This is an optimization exercise on Yosys and OpenROAD, whose aim is small area, a short achievable clock period and few clock cycles, not a production implementation.
Function was checked by simulation only, so behaviour that the tests miss may differ from the original.
Power figures rest on the tool's default switching activity, not on a simulated workload.

== the reference run ==
Design island_engine, start of the top module:
module island_engine (
    input  wire         clk,
    input  wire         rst,
    input  wire         start_valid,
    output reg          start_ready,
    input  wire [63:0]  node_valid,
    input  wire [63:0]  node_lit,
    input  wire [7:0]   min_lit,
    input  wire [6:0]   lit_min,
    input  wire [7:0]   persist,
    input  wire         rebase,
    input  wire         br_valid,
    output reg          br_ready,
    input  wire [5:0]   br_a,
    input  wire [5:0]   br_b,
    input  wire         br_conn,
    input  wire         br_last,
    output reg          done,
    output reg  [6:0]   count,
    output reg  [6:0]   nlit,
    output reg  [6:0]   nvalid,
    output reg  [15:0]  open_br,
    output reg          eval_valid,
    output reg  [1:0]   kind,
    output reg          island_local,
    output reg  [6:0]   base,
    output reg  [6:0]   ref_count,
    output wire [383:0] root,
    output wire [63:0]  counted
);
==> flow/config.mk <==
export PLATFORM = sky130hd
export DESIGN_NAME = island_engine
export DESIGN_NICKNAME = island_engine
export VERILOG_FILES = /design/flow/design.v
export SDC_FILE = /design/flow/constraint.sdc
export NUM_CORES = 4
export LEC_CHECK = 0
export CAP_MARGIN = 20
export CORE_MARGIN = 2
export CORE_UTILIZATION = 40
export CTS_CLUSTER_DIAMETER = 80
export CTS_CLUSTER_SIZE = 25
export SLEW_MARGIN = 20
==> flow/constraint.sdc <==
create_clock -name core_clock -period 10.0 [get_ports {clk}]
set_input_delay 2.0000 -clock core_clock [delete_from_list [all_inputs] [get_ports {clk}]]
set_output_delay 2.0000 -clock core_clock [all_outputs]
set_load 0.01 [all_outputs]
standard.sh (not shown) runs the stock make flow with config.mk's settings and CLKGATE_MAP_FILE= SYNTH_SCRIPT=/design/flow/synth_recipe.tcl, a recipe that flattens the netlist after the stock synthesis.
==> flow/flow/run.sh <==
#!/bin/bash
set -euo pipefail
export SETUP_SLACK_MARGIN=6.55
export BUFFER_PORTS_ARGS="-buffer_cell sky130_fd_sc_hd__buf_1"
bash standard.sh > standard_flow.log 2>&1
Testbench counts of the reference run, summed over its fixed seeds: cycles 19,605.
[inputs] the trial run vs the reference run
==> flow/flow/run.sh <==
#!/bin/bash
set -euo pipefail
export SETUP_SLACK_MARGIN=6.45
export BUFFER_PORTS_ARGS="-buffer_cell sky130_fd_sc_hd__buf_1"
bash standard.sh > standard_flow.log 2>&1
-- flow/config.mk --
<<< the reference run, line 8
export CAP_MARGIN = 20
export CORE_MARGIN = 2
export CORE_UTILIZATION = 40
export CTS_CLUSTER_DIAMETER = 80
export CTS_CLUSTER_SIZE = 25
>>> the trial run, line 8
export CAP_MARGIN = 20
export CORE_MARGIN = 2
export CORE_UTILIZATION = 35
export CTS_CLUSTER_DIAMETER = 80
export CTS_CLUSTER_SIZE = 25
Notes after the runs:
Taking the reference run as the reference, in the trial run internal power contribution increased about 1.4%, fraction of area in multi-input gates decreased 0.46 points, wire length of the first global-routing pass increased 8000 um, net count of the finished layout increased 0.46%.
Comparing the trial run and the reference run, the higher total power was measured on the trial run.
The reference run → the trial run: length of the first detailed-routing pass in iterations now sits lower; number of multi-input combinational cells now sits at about the same level; via count now sits higher.
The trial run reports its start point of the critical path as hi_w[3] while the reference run reports g_lab[21].g_bits.q[0].
The iteration-0 DRC count of the detailed router number comes out higher for the trial run vs the reference run.

========
island_engine, a different RTL version from the one above (not shown whole).
For scale: ~4,200 cells after synthesis, ~680 I/O pins, ~45,000 um^2 of cells after synthesis.
==> flow/config.mk <==
export PLATFORM = sky130hd
export DESIGN_NAME = island_engine
export DESIGN_NICKNAME = island_engine
export VERILOG_FILES = /design/flow/design.v
export SDC_FILE = /design/flow/constraint.sdc
export NUM_CORES = 4
export LEC_CHECK = 0
export CAP_MARGIN = 20
export CORE_MARGIN = 2
export CORE_UTILIZATION = 40
export CTS_CLUSTER_DIAMETER = 60
export CTS_CLUSTER_SIZE = 20
export SLEW_MARGIN = 20
==> flow/constraint.sdc <==
create_clock -name core_clock -period 10.0 [get_ports {clk}]
set_input_delay 2.0000 -clock core_clock [delete_from_list [all_inputs] [get_ports {clk}]]
set_output_delay 2.0000 -clock core_clock [all_outputs]
set_load 0.01 [all_outputs]
==> flow/flow/run.sh <==
#!/bin/bash
set -euo pipefail
export SETUP_SLACK_MARGIN=6.3
export BUFFER_PORTS_ARGS="-buffer_cell sky130_fd_sc_hd__buf_1"
bash standard.sh > standard_flow.log 2>&1
The first run went through all stages and came out clean.
Testbench counts at the start, summed over its fixed seeds: cycles 19,605.
Edit:
- CTS_CLUSTER_DIAMETER: 60 -> 80
- CTS_CLUSTER_SIZE: 20 -> 25
Result: The changed run finished with timing, DRC and antenna clean. Synthesized area does not change. Combinational power decreases by about 2%. Clock power decreases by 28%. First-iteration DRC count increases by 3.6%. Worst setup slack improves by 47 ps.
Edit:
- CORE_UTILIZATION: 40 -> 45
=> Wire length is lower by 2.7%. Hold slack degrades by 16 ps. Sequential power fell by about 1%. Die area goes down by 11%.

========
alpha:
Starting RTL as in the previous note.
## island_engine
module island_engine (
    input  wire         clk,
    input  wire         rst,
    input  wire         start_valid,
    output reg          start_ready,
    input  wire [63:0]  node_valid,
    input  wire [63:0]  node_lit,
    input  wire [7:0]   min_lit,
    input  wire [6:0]   lit_min,
    input  wire [7:0]   persist,
    input  wire         rebase,
    input  wire         br_valid,
    output reg          br_ready,
    input  wire [5:0]   br_a,
    input  wire [5:0]   br_b,
    input  wire         br_conn,
    input  wire         br_last,
    output reg          done,
    output reg  [6:0]   count,
    output reg  [6:0]   nlit,
    output reg  [6:0]   nvalid,
    output reg  [15:0]  open_br,
    output reg          eval_valid,
    output reg  [1:0]   kind,
    output reg          island_local,
    output reg  [6:0]   base,
    output reg  [6:0]   ref_count,
    output wire [383:0] root,
    output wire [63:0]  counted
);
    localparam S_IDLE = 3'd0;    
    localparam S_BR   = 3'd1;    
    localparam S_BULK = 3'd2;    
    localparam S_CNT  = 3'd3;    
    localparam S_WAIT = 3'd4;    
    localparam S_POST = 3'd5;    
    reg [2:0] state;
    reg       init;              
    wire [383:0] lab;
    reg [63:0] t;
    reg [63:0] v;
    reg [63:0] l;
    reg [7:0]  min_lit_q;
    reg [6:0]  lit_min_q;
    reg [7:0]  persist_q;
    reg        a_full;
    reg [5:0]  a_a, a_b;
    reg        a_conn, a_last;
    reg        got_last;         
    reg        r_full, r_first, r_used, r_conn, r_last;
    reg [5:0]  r_a, r_b, r_la, r_lb;
    reg        w_join, w_last;
    reg [5:0]  hi_w, lo_w;
    reg        x_join;
    reg [5:0]  hi_x, lo_x;
    localparam T_NONE = 3'd0, T_V = 3'd1, T_L = 3'd2, T_C = 3'd3, T_S = 3'd4;
    reg [3:0]  grp [0:7];
    reg [2:0]  g_tag;
    reg [5:0]  g_r;
    reg [6:0]  cnt;
    reg [2:0]  c_tag;
    reg [5:0]  c_r;
    reg [3:0]  ph;               
    reg [8:0]  acc;              
  ...
Settings: LEC_CHECK=0, CAP_MARGIN=20, CORE_MARGIN=2, CORE_UTILIZATION=40, CTS_CLUSTER_DIAMETER=80, CTS_CLUSTER_SIZE=25, SLEW_MARGIN=20; clock period 10.0 ns.
==> flow/flow/run.sh <==
#!/bin/bash
set -euo pipefail
export SETUP_SLACK_MARGIN=6.15
export BUFFER_PORTS_ARGS="-buffer_cell sky130_fd_sc_hd__buf_1"
bash standard.sh > standard_flow.log 2>&1
alpha was carried through to the last stage, and its layout satisfied the timing, design-rule and antenna checks.
Testbench counts of alpha, summed over its fixed seeds: cycles 19,605.
Relative to alpha, the following input files were edited for beta:
Settings: PLACE_DENSITY: unset -> 0.7.
==> flow/flow/run.sh <==
#!/bin/bash
set -euo pipefail
export SETUP_SLACK_MARGIN=6.3
export BUFFER_PORTS_ARGS="-buffer_cell sky130_fd_sc_hd__buf_1"
bash standard.sh > standard_flow.log 2>&1
beta: no failed stages, no open violations at the end. The global-route wire length before repair number comes out lower for alpha vs beta. beta vs. alpha: largest net degree at the start of global routing went down by 4.1%. Comparing worst hold slack for beta and alpha, the smaller number came from alpha. From alpha to beta the numbers moved as follows: wire length higher; design area higher; layout-stage area growth over the synthesis result higher; area of the multi-input gates higher; overall power higher. beta and alpha ended up with nearly the same register clock-pin slew on the reported worst setup and hold paths. Compared with alpha, beta shows a higher overall fraction of global-route tracks in use.

==> static timing again, ports no longer ideal <==
The results above use ideal ports. As a check the final layouts listed here were re-extracted and re-timed, cells and wires unchanged.
Step 1, drivers: a clkbuf_16 drives clk and a buf_2 each remaining input, both assumed.
Step 2 times the ports against the registers' clock, not the clock port: input delays grow and output delays shrink by t, the midpoint of the rising clock arrivals with the driver on.
Three values: no drivers, after step 1, after step 2; two values: the first two.
run	t (ns)	setup WS [ns]	cell pins on the clock port's net
the reference run	0.753	6.351 / 6.271 / 5.956	1
the trial run	0.758	6.371 / 6.371 / 5.725	1
the first run of note 2	0.752	6.272 / 6.272 / 5.705	1
the second run of note 2	0.758	6.319 / 6.319 / 5.676	1
the third run of note 2	0.748	6.291 / 6.291 / 5.763	1
alpha	0.746	6.197 / 6.197 / 5.660	1
beta	0.760	6.204 / 6.204 / 5.702	1
After both steps every run listed still meets setup and hold. The setup slack of the trial run, which loses most, moves by 0.000 ns with the drivers and by -0.646 ns with both steps.
